What follows belongs to an exercise in optimizing a design on an open flow for small area, a short achievable clock period and few clock cycles per item; a production flow would make more cautious choices. RTL that was checked went through simulation tests only; none was proved equivalent to the original. Power is estimated from default activity; no workload was simulated.

==> violet <==
Design cmd_env_check, start of the top module:
module cmd_env_check (
    input  wire        clk,
    input  wire        rst,             
    input  wire        in_valid,
    output wire        in_ready,
    input  wire [31:0] in_data,
    input  wire        in_last,
    input  wire [31:0] conn_id,         
    input  wire [47:0] bus_counter,     
    output reg         res_valid,
    output reg  [2:0]  res_code,        
    output reg  [2:0]  res_cv,          
    output wire [15:0] res_epoch,       
    output wire        res_epoch_set    
);
==> flow/config.mk <==
export PLATFORM = sky130hd
export DESIGN_NAME = cmd_env_check
export DESIGN_NICKNAME = cmd_env_check
export VERILOG_FILES = /design/flow/design.v
export SDC_FILE = /design/flow/constraint.sdc
export NUM_CORES = 4
export LEC_CHECK = 0
export ABC_CLOCK_PERIOD_IN_PS = 3000
export CAP_MARGIN = 20
export CORE_MARGIN = 2
export CORE_UTILIZATION = 40
export CTS_BUF_LIST = sky130_fd_sc_hd__clkbuf_4 sky130_fd_sc_hd__clkbuf_8
export PLACE_DENSITY = 0.6
export SETUP_SLACK_MARGIN = 5.0
export SLEW_MARGIN = 20
==> flow/constraint.sdc <==
create_clock -name core_clock -period 8.0 [get_ports {clk}]
set_input_delay 1.6000 -clock core_clock [delete_from_list [all_inputs] [get_ports {clk}]]
set_output_delay 1.6000 -clock core_clock [all_outputs]
set_load 0.01 [all_outputs]
standard.sh (not shown) runs the stock make flow with config.mk's settings and CLKGATE_MAP_FILE= SYNTH_SCRIPT=/design/flow/synth_recipe.tcl, a recipe that flattens the netlist after the stock synthesis.
==> flow/flow/run.sh <==
#!/bin/bash
# The standard layout, except that the ports are buffered with
# sky130_fd_sc_hd__buf_1 (the resizer sizes them up where timing needs it)
# instead of the delay buffer buffer_ports picks by default.
set -euo pipefail
export BUFFER_PORTS_ARGS="-buffer_cell sky130_fd_sc_hd__buf_1"
bash standard.sh > standard.log 2>&1
==> pepper: changes against violet <==
--- a/flow/design.v
+++ b/flow/design.v
@@ -517,32 +517,33 @@
             g_c <= f_q ? K_C : cg_c;
         end
         if (v_q && c1_q)
             cv1_ok <= cv_ok;
     end
-    reg [31:0] env_base;
-    reg [15:0] hold16;
+    reg [31:0] bc_lo;          
+    reg [31:0] env_base;       
+    reg        sub_q;          
     reg [15:0] ep_q;
     reg        s4_hi, s4_ok, kf_ok, pc_ok;
-    wire [16:0] eb_lo  = {1'b0, in_data[31:16]} - {1'b0, env_base[15:0]};
-    wire [15:0] eb_hi0 = hold16 - env_base[31:16];
-    wire [15:0] eb_hi1 = eb_hi0 - 16'd1;
-    wire [31:0] eb_sub = {eb_lo[16] ? eb_hi1 : eb_hi0, eb_lo[15:0]};
+    wire [31:0] eb_sub = env_base - bc_lo;
     always @(posedge clk) begin
         if (nfirst)
-            env_base <= bus_counter[31:0];
-        else if (take & at_h1)
-            env_base <= eb_sub;
+            bc_lo <= bus_counter[31:0];
+        sub_q <= take & at_h1;
         if (take & at_h0)
-            hold16 <= in_data[15:0];
-        else if (take & at_h1)
-            hold16 <= env_base[15:0];
+            env_base[31:16] <= in_data[15:0];
+        else if (sub_q)
+            env_base[31:16] <= eb_sub[31:16];
+        if (take & at_h1)
+            env_base[15:0] <= in_data[31:16];
+        else if (sub_q)
+            env_base[15:0] <= eb_sub[15:0];
         if (take) begin
             if (at_h1)
-                s4_hi <= (in_data[15:0] == env_base[31:16]);
+                s4_hi <= (in_data[15:0] == bc_lo[31:16]);
             if (at_h2) begin
-                s4_ok <= s4_hi && (in_data[31:16] == hold16);
+                s4_ok <= s4_hi && (in_data[31:16] == bc_lo[15:0]);
                 ep_q  <= in_data[15:0];
             end
             if (at_h3)
                 kf_ok <= (in_data[31:16] == 16'h3000) && (in_data[1:0] == 2'b00);
             if (at_pair) begin
==> comparison <==
violet completed without violations. pepper completed with no timing, DRC or antenna violations.
Between pepper and violet, the lower sequential power is in violet (gap about 2%, measured against violet).
Clock power is about the same in violet and pepper.
Of violet and pepper, violet has the higher hold slack (gap 0.020 ns).
Against violet, the cell count of pepper is smaller by 0.41%.
Of pepper and violet, pepper has the higher synthesized area (gap about 1.6%, measured against violet).
==> figures <==
	violet	pepper
Outcome	complete, no violations	complete, no violations
Vias per cell	5.32	5.28
Leak pwr	9.11 nW	9.05 nW
Switching share of power	0.350	0.332
Setup Skew	0.0290 ns	0.0692 ns
Floorplan die area	54,400 sq um	55,200 sq um
Seq cells post-synth	335	352
Launching point of the worst reg2reg path	env_base[18]	st[1]
Mean instance size in the synthesized netlist	10.4 sq um	10.6 sq um
Die Width	233 microns	235 microns
Non-clock buffer count	242	229
Met3 routing resource usage after global routing	0.0443	0.0429
Testbench counts of pepper, summed over its fixed seeds: cycles 128,720, envelopes 3,200.
Function not checked in violet: the RTL went through the layout flow alone.

==> v28 <==
cmd_env_check, a different RTL version from the one above (not shown whole).
## cmd_env_check
module cmd_env_check (
    input  wire        clk,
    input  wire        rst,             
    input  wire        in_valid,
    output wire        in_ready,
    input  wire [31:0] in_data,
    input  wire        in_last,
    input  wire [31:0] conn_id,         
    input  wire [47:0] bus_counter,     
    output reg         res_valid,
    output reg  [2:0]  res_code,        
    output reg  [2:0]  res_cv,          
    output wire [15:0] res_epoch,       
    output wire        res_epoch_set    
);
clock: 8.0 ns
lec_check: 0
abc_clock_period_in_ps: 3000
cap_margin: 20
core_margin: 2
core_utilization: 40
cts_buf_list: sky130_fd_sc_hd__clkbuf_4 sky130_fd_sc_hd__clkbuf_8
place_density: 0.45
setup_slack_margin: 5.0
slew_margin: 20
Scripts as last shown in full above: flow/flow/run.sh
==> v13: changes against v28 <==
Settings changed: CORE_UTILIZATION 40 to 50, PLACE_DENSITY 0.45 to 0.65.
==> v10: changes against v28 <==
--- a/flow/design.v
+++ b/flow/design.v
@@ -51,16 +51,23 @@
     wire at_cv1  = !nfirst && st == S_CV1;
     wire at_cv2  = !nfirst && st == S_CV2;
     always @(posedge clk) begin
         if (rst)
             nfirst <= 1'b1;
         else if (take)
             nfirst <= in_last;
     end
+    reg cv_in;
+    always @(posedge clk) begin
+        if (rst)
+            cv_in <= 1'b0;
+        else if (take)
+            cv_in <= !in_last && (at_pair || at_cv1);
+    end
     always @(posedge clk) begin
         if (take) begin
             if (nfirst)
                 st <= S_H1;
             else case (st)
                 S_H1:   st <= S_H2;
                 S_H2:   st <= S_H3;
                 S_H3:   st <= (in_data[15:2] == 14'd0) ? S_PAIR : S_PAY;
@@ -72,17 +79,16 @@
             if (at_h3)
                 rem <= in_data[15:2];
             else if (at_pay)
                 rem <= rem - 14'd1;
         end
     end
     wire [31:0] rcid  = rev32(conn_id);
     wire [31:0] in_bs = {in_data[7:0], in_data[15:8], in_data[23:16], in_data[31:24]};
-    wire        cv_in = at_cv1 | at_cv2;
     wire [31:0] w_in  = cv_in ? in_data : (in_bs ^ {16'd0, nfirst ? rcid[31:16] : 16'd0});
     wire [31:0] want_in;
     wire [31:0] nx;
     wire [246:0] nxt;    
     assign nxt[0] = w_in[5] ^ w_in[12];
     assign nxt[1] = w_in[0] ^ w_in[6];
     assign nxt[2] = w_in[9] ^ w_in[30];
     assign nxt[3] = w_in[7] ^ w_in[10];
Settings changed: PLACE_DENSITY 0.45 to 0.6.
==> v16: changes against v28 <==
Settings changed: PLACE_DENSITY 0.45 to 0.6.
==> qor summary <==
| quantity | v10 | v28 | v13 | v16 |
|---|---|---|---|---|
| Layout cells sized above 1 | 17.11% | 16.47% | 16.00% | 15.38% |
| Post-synth design cell area | 21470 um2 | 21250 um2 | 21250 um2 | 21250 um2 |
| Sequential group share of total power | 37.6% | 37.0% | 37.7% | 37.6% |
| Total track usage | 22.16% | 23.45% | 26.38% | 22.27% |
| # H-tree levels | 3 | 3 | 2 | 3 |
| Worst-case reg-to-reg path depth | 11 | 9 | 11 | 10 |
| Clk network pwr share | 29.0% | 28.1% | 27.5% | 28.3% |
| Starting utilization of the core area | 40.68% | 40.44% | 50.66% | 40.44% |
| Count of fill cells added during filler insertion | 4883 | 4980 | 3475 | 4856 |
| Share of the clock period used by the worst path after layout | 37.70% | 37.39% | 37.52% | 37.53% |
| Run status | finished clean | finished clean | finished clean | finished clean |
| Xor-xnor portion of the synthesized cell area | 26.03% | 26.50% | 26.50% | 26.50% |
| Met3 GRT Util | 3.823% | 4.046% | 3.769% | 4.179% |
| TAP cells | 688 | 688 | 539 | 688 |
| Max frequency | 331.5 MHz | 334.3 MHz | 333.1 MHz | 333.1 MHz |
| Switching part of the total | 33.05% | 33.63% | 33.13% | 33.66% |
Testbench counts of v28, summed over its fixed seeds: cycles 128,720, envelopes 3,200.
Testbench counts of v13, summed over its fixed seeds: cycles 128,720, envelopes 3,200.
Testbench counts of v16, summed over its fixed seeds: cycles 128,720, envelopes 3,200.
The RTL of v10 was laid out without a check of its function.

==> v20 <==
Another version of the RTL of cmd_env_check (not shown whole).
Design cmd_env_check, start of the top module:
module cmd_env_check (
    input  wire        clk,
    input  wire        rst,             
    input  wire        in_valid,
    output wire        in_ready,
    input  wire [31:0] in_data,
    input  wire        in_last,
    input  wire [31:0] conn_id,         
    input  wire [47:0] bus_counter,     
    output reg         res_valid,
    output reg  [2:0]  res_code,        
    output reg  [2:0]  res_cv,          
    output wire [15:0] res_epoch,       
    output wire        res_epoch_set    
);
clock: 8.0 ns
lec_check: 0
abc_area: 1
abc_clock_period_in_ps: 3000
cap_margin: 20
core_margin: 2
core_utilization: 40
cts_buf_list: sky130_fd_sc_hd__clkbuf_4 sky130_fd_sc_hd__clkbuf_8
place_density: 0.6
setup_slack_margin: 5.0
slew_margin: 20
run.sh (not shown) runs the stock make flow with config.mk's settings and CLKGATE_MAP_FILE= SYNTH_SCRIPT=/design/flow/synth_recipe.tcl, a recipe that flattens the netlist after the stock synthesis.
Stock flow here: none of the scripts above is used.
==> inputs of v23, as changes to v20 <==
--- a/flow/design.v
+++ b/flow/design.v
@@ -466,28 +466,28 @@
     assign ntv[28] = ntt[87];
     assign ntv[29] = ntt[88];
     assign ntv[30] = ntt[89];
     assign ntv[31] = ntt[91];
     reg  [31:0] f_a, g_b, g_c;
     wire [31:0] cf_a   = mat(C_STEP, f_a);
     wire [31:0] cg_b   = mat(C_STEP, g_b);
     wire [31:0] cg_c   = mat(C_STEP, g_c);
-    reg         l1b, l2c;      
-    wire [31:0] cg_sel = c1_q ? (l1b ? cg_b : 32'd0) :
-                         c2_q ? (l2c ? cg_c : cg_b) : 32'd0;
-    wire [31:0] f_next = nx_q ^ (f_q ? (ntv ^ K_A) : (cf_a ^ cg_sel));
-    wire        cv_ok  = (f_next == N_ONES);
-    reg         cv1_ok;
     always @(posedge clk) begin
         if (v_q && cov_q) begin
-            f_a <= f_next;
+            f_a <= nx_q ^ (f_q ? (ntv ^ K_A) : cf_a);
             g_b <= f_q ? K_B : cg_b;
             g_c <= f_q ? K_C : cg_c;
         end
+    end
+    reg         l1b, l2c;      
+    wire [31:0] cg_sel = c1_q ? (l1b ? cg_b : 32'd0) : (l2c ? cg_c : cg_b);
+    wire        cv_ok  = (nx_q == (cf_a ^ cg_sel ^ N_ONES));
+    reg         cv1_ok;
+    always @(posedge clk) begin
         if (v_q && c1_q)
             cv1_ok <= cv_ok;
     end
     reg [31:0] bc_lo;          
     reg [31:0] env_base;       
     reg        sub_q;          
     reg [15:0] ep_q;
     reg        s4_hi, s4_ok, kf_ok, pc_ok;
@@ -518,30 +518,28 @@
                 l2c   <= (in_data[31:24] == 8'h05) || (in_data[31:24] == 8'h06);
                 pc_ok <= ((in_data[31:24] == 8'h03) || (in_data[31:24] == 8'h05) ||
                           (in_data[31:24] == 8'h06)) && (in_data[23:0] == 24'd0);
             end
         end
     end
     reg [15:0] acc_ep;         
     reg        ep_set;
-    reg [31:0] bc0, bc1;       
-    reg        bsel;
+    reg [31:0] base;
     reg        base_set;
+    reg [31:0] cand;
     reg [1:0]  cand_cnt;       
     wire [15:0] ep_diff = ep_q - acc_ep;
-    reg         eq0, eq1, ep_eq, ep_newer;
+    reg         base_eq, cand_eq, ep_eq, ep_newer;
     always @(posedge clk) begin
-        eq0      <= (env_base == bc0);
-        eq1      <= (env_base == bc1);
+        base_eq  <= base_set && (env_base == base);
+        cand_eq  <= (env_base == cand);
         ep_eq    <= ep_set && (ep_diff == 16'd0);
         ep_newer <= ep_set && (ep_diff != 16'd0) && !ep_diff[15];
     end
-    wire base_eq = base_set && (bsel ? eq1 : eq0);
-    wire cand_eq = bsel ? eq0 : eq1;
     wire done   = v_q & l_q;
     wire s2_ok  = c2_q && kf_ok && pc_ok;
     wire s5_ok  = !base_set || base_eq || ep_newer;
     wire s6_ok  = ep_eq || ep_newer;
     reg [2:0] code_r;
     always @* begin
         if (!s4_ok)      code_r = 3'd4;
         else if (!s5_ok) code_r = 3'd5;
@@ -558,46 +556,41 @@
     wire r_code5 = code_r == 3'd5 && ep_eq;
     wire cand_go = cand_cnt != 2'd0 && cand_eq;
     wire u_ep    = pre & ((r_code0 & ep_newer) | (code_r == 3'd6 & !ep_set));
     wire u_base  = pre & r_code0 & (ep_newer | !base_set);
     wire u_adopt = pre & r_code5 & cand_go & cand_cnt == 2'd3;
     wire u_inc   = pre & r_code5 & cand_go & cand_cnt != 2'd3;
     wire u_cand  = pre & r_code5 & !cand_go;
     wire u_clr   = pre & (r_code0 | u_adopt);
-    wire w_base = cv2_ok & u_base;
-    wire w_cand = cv2_ok & u_cand;
-    always @(posedge clk) begin
-        if ((w_base & !bsel) | (w_cand & bsel))
-            bc0 <= env_base;
-        if ((w_base & bsel) | (w_cand & !bsel))
-            bc1 <= env_base;
-    end
     always @(posedge clk) begin
         if (rst) begin
             acc_ep   <= 16'd0;
             ep_set   <= 1'b0;
             base_set <= 1'b0;
-            bsel     <= 1'b0;
             cand_cnt <= 2'd0;
         end else if (cv2_ok) begin
             if (u_ep) begin
                 acc_ep <= ep_q;
                 ep_set <= 1'b1;
             end
-            if (u_base)
+            if (u_base) begin
+                base     <= env_base;
                 base_set <= 1'b1;
-            else if (u_adopt)
-                bsel <= !bsel;
-            if (u_cand)
+            end else if (u_adopt) begin
+                base     <= cand;
+            end
+            if (u_cand) begin
+                cand     <= env_base;
                 cand_cnt <= 2'd1;
-            else if (u_inc)
+            end else if (u_inc) begin
                 cand_cnt <= cand_cnt + 2'd1;
-            else if (u_clr)
+            end else if (u_clr) begin
                 cand_cnt <= 2'd0;
+            end
         end
     end
     always @(posedge clk) begin
         if (rst)
             res_valid <= 1'b0;
         else
             res_valid <= done;
         res_code <= cv2_ok ? code_ok : code_bad;    
Settings changed: ABC_AREA 1 to unset, CTS_BUF_LIST sky130_fd_sc_hd__clkbuf_4 sky130_fd_sc_hd__clkbuf_8 to unset.
==> comparison table <==
	v20	v23
Status	finished clean	finished clean
Total placed cells including tap cells	3573	2777
Global-route wire length before repair	116000 µm	98900 µm
Antenna diodes	0	2
Met3 Wirelength	4240 µm	3210 µm
Worst endpoint required time	8.37 ns	8.27 ns
Share of the synthesized area in the top cell type	0.353	0.367
Setup slack after placement	3.06 ns	3.40 ns
Worst Path Buf+Inv	7	5
Initial Util	0.406	0.403
Total Power Consumption	6.86 mW	7.46 mW
Hold_sp	base_set	l_q
Clk sinks	352	351
Average via count per standard cell	5.18	5.26
Multi-input gate area in the final layout	13200 µm²	13200 µm²
No run of this note included a check of the RTL's function; only the layout flow was run.

re-timing with driven ports:
In the flow no input, the clock included, has a driving cell. The finished layouts below were timed again as built, in two steps.
Step 1 (the two cells are an assumption about what drives the block):
set clk [get_ports {clk}]
set_driving_cell -lib_cell sky130_fd_sc_hd__clkbuf_16 $clk
set_driving_cell -lib_cell sky130_fd_sc_hd__buf_2 [delete_from_list [all_inputs] $clk]
Step 2 also shifts input and output timing later by t, the mid clock arrival at the registers, as if the neighbouring blocks saw the same clock.
Slacks: ideal ports / drivers / drivers and shift; pairs: ideal ports / drivers.
| run | t, ns | setup WS [ns] | worst hold slack (ns) | cell pins on the clock port's net |
|---|---|---|---|---|
| violet | 0.714 | 4.121 / 4.127 / 3.414 | 0.492 / 0.492 / 0.492 | 1 |
| pepper | 0.728 | 5.019 / 5.035 / 4.322 | 0.471 / 0.471 / 0.471 | 1 |
| v28 | 0.695 | 5.009 / 5.044 / 4.349 | 0.464 / 0.464 / 0.464 | 1 |
| v13 | 0.712 | 4.998 / 5.015 / 4.303 | 0.465 / 0.465 / 0.465 | 1 |
| v10 | 0.690 | 4.984 / 4.987 / 4.297 | 0.472 / 0.472 / 0.472 | 1 |
| v16 | 0.701 | 4.998 / 5.005 / 4.304 | 0.468 / 0.468 / 0.468 | 1 |
| v20 | 0.712 | 4.823 / 4.823 / 4.291 | 0.458 / 0.458 / 0.458 | 1 |
| v23 | 0.617 | 4.913 / 4.913 / 4.332 | 0.467 / 0.467 / 0.467 | 1 |
After both steps setup and hold are still met in every run listed. The setup slack of violet, which loses most, moves by +0.006 ns with the drivers and by -0.707 ns with both steps.
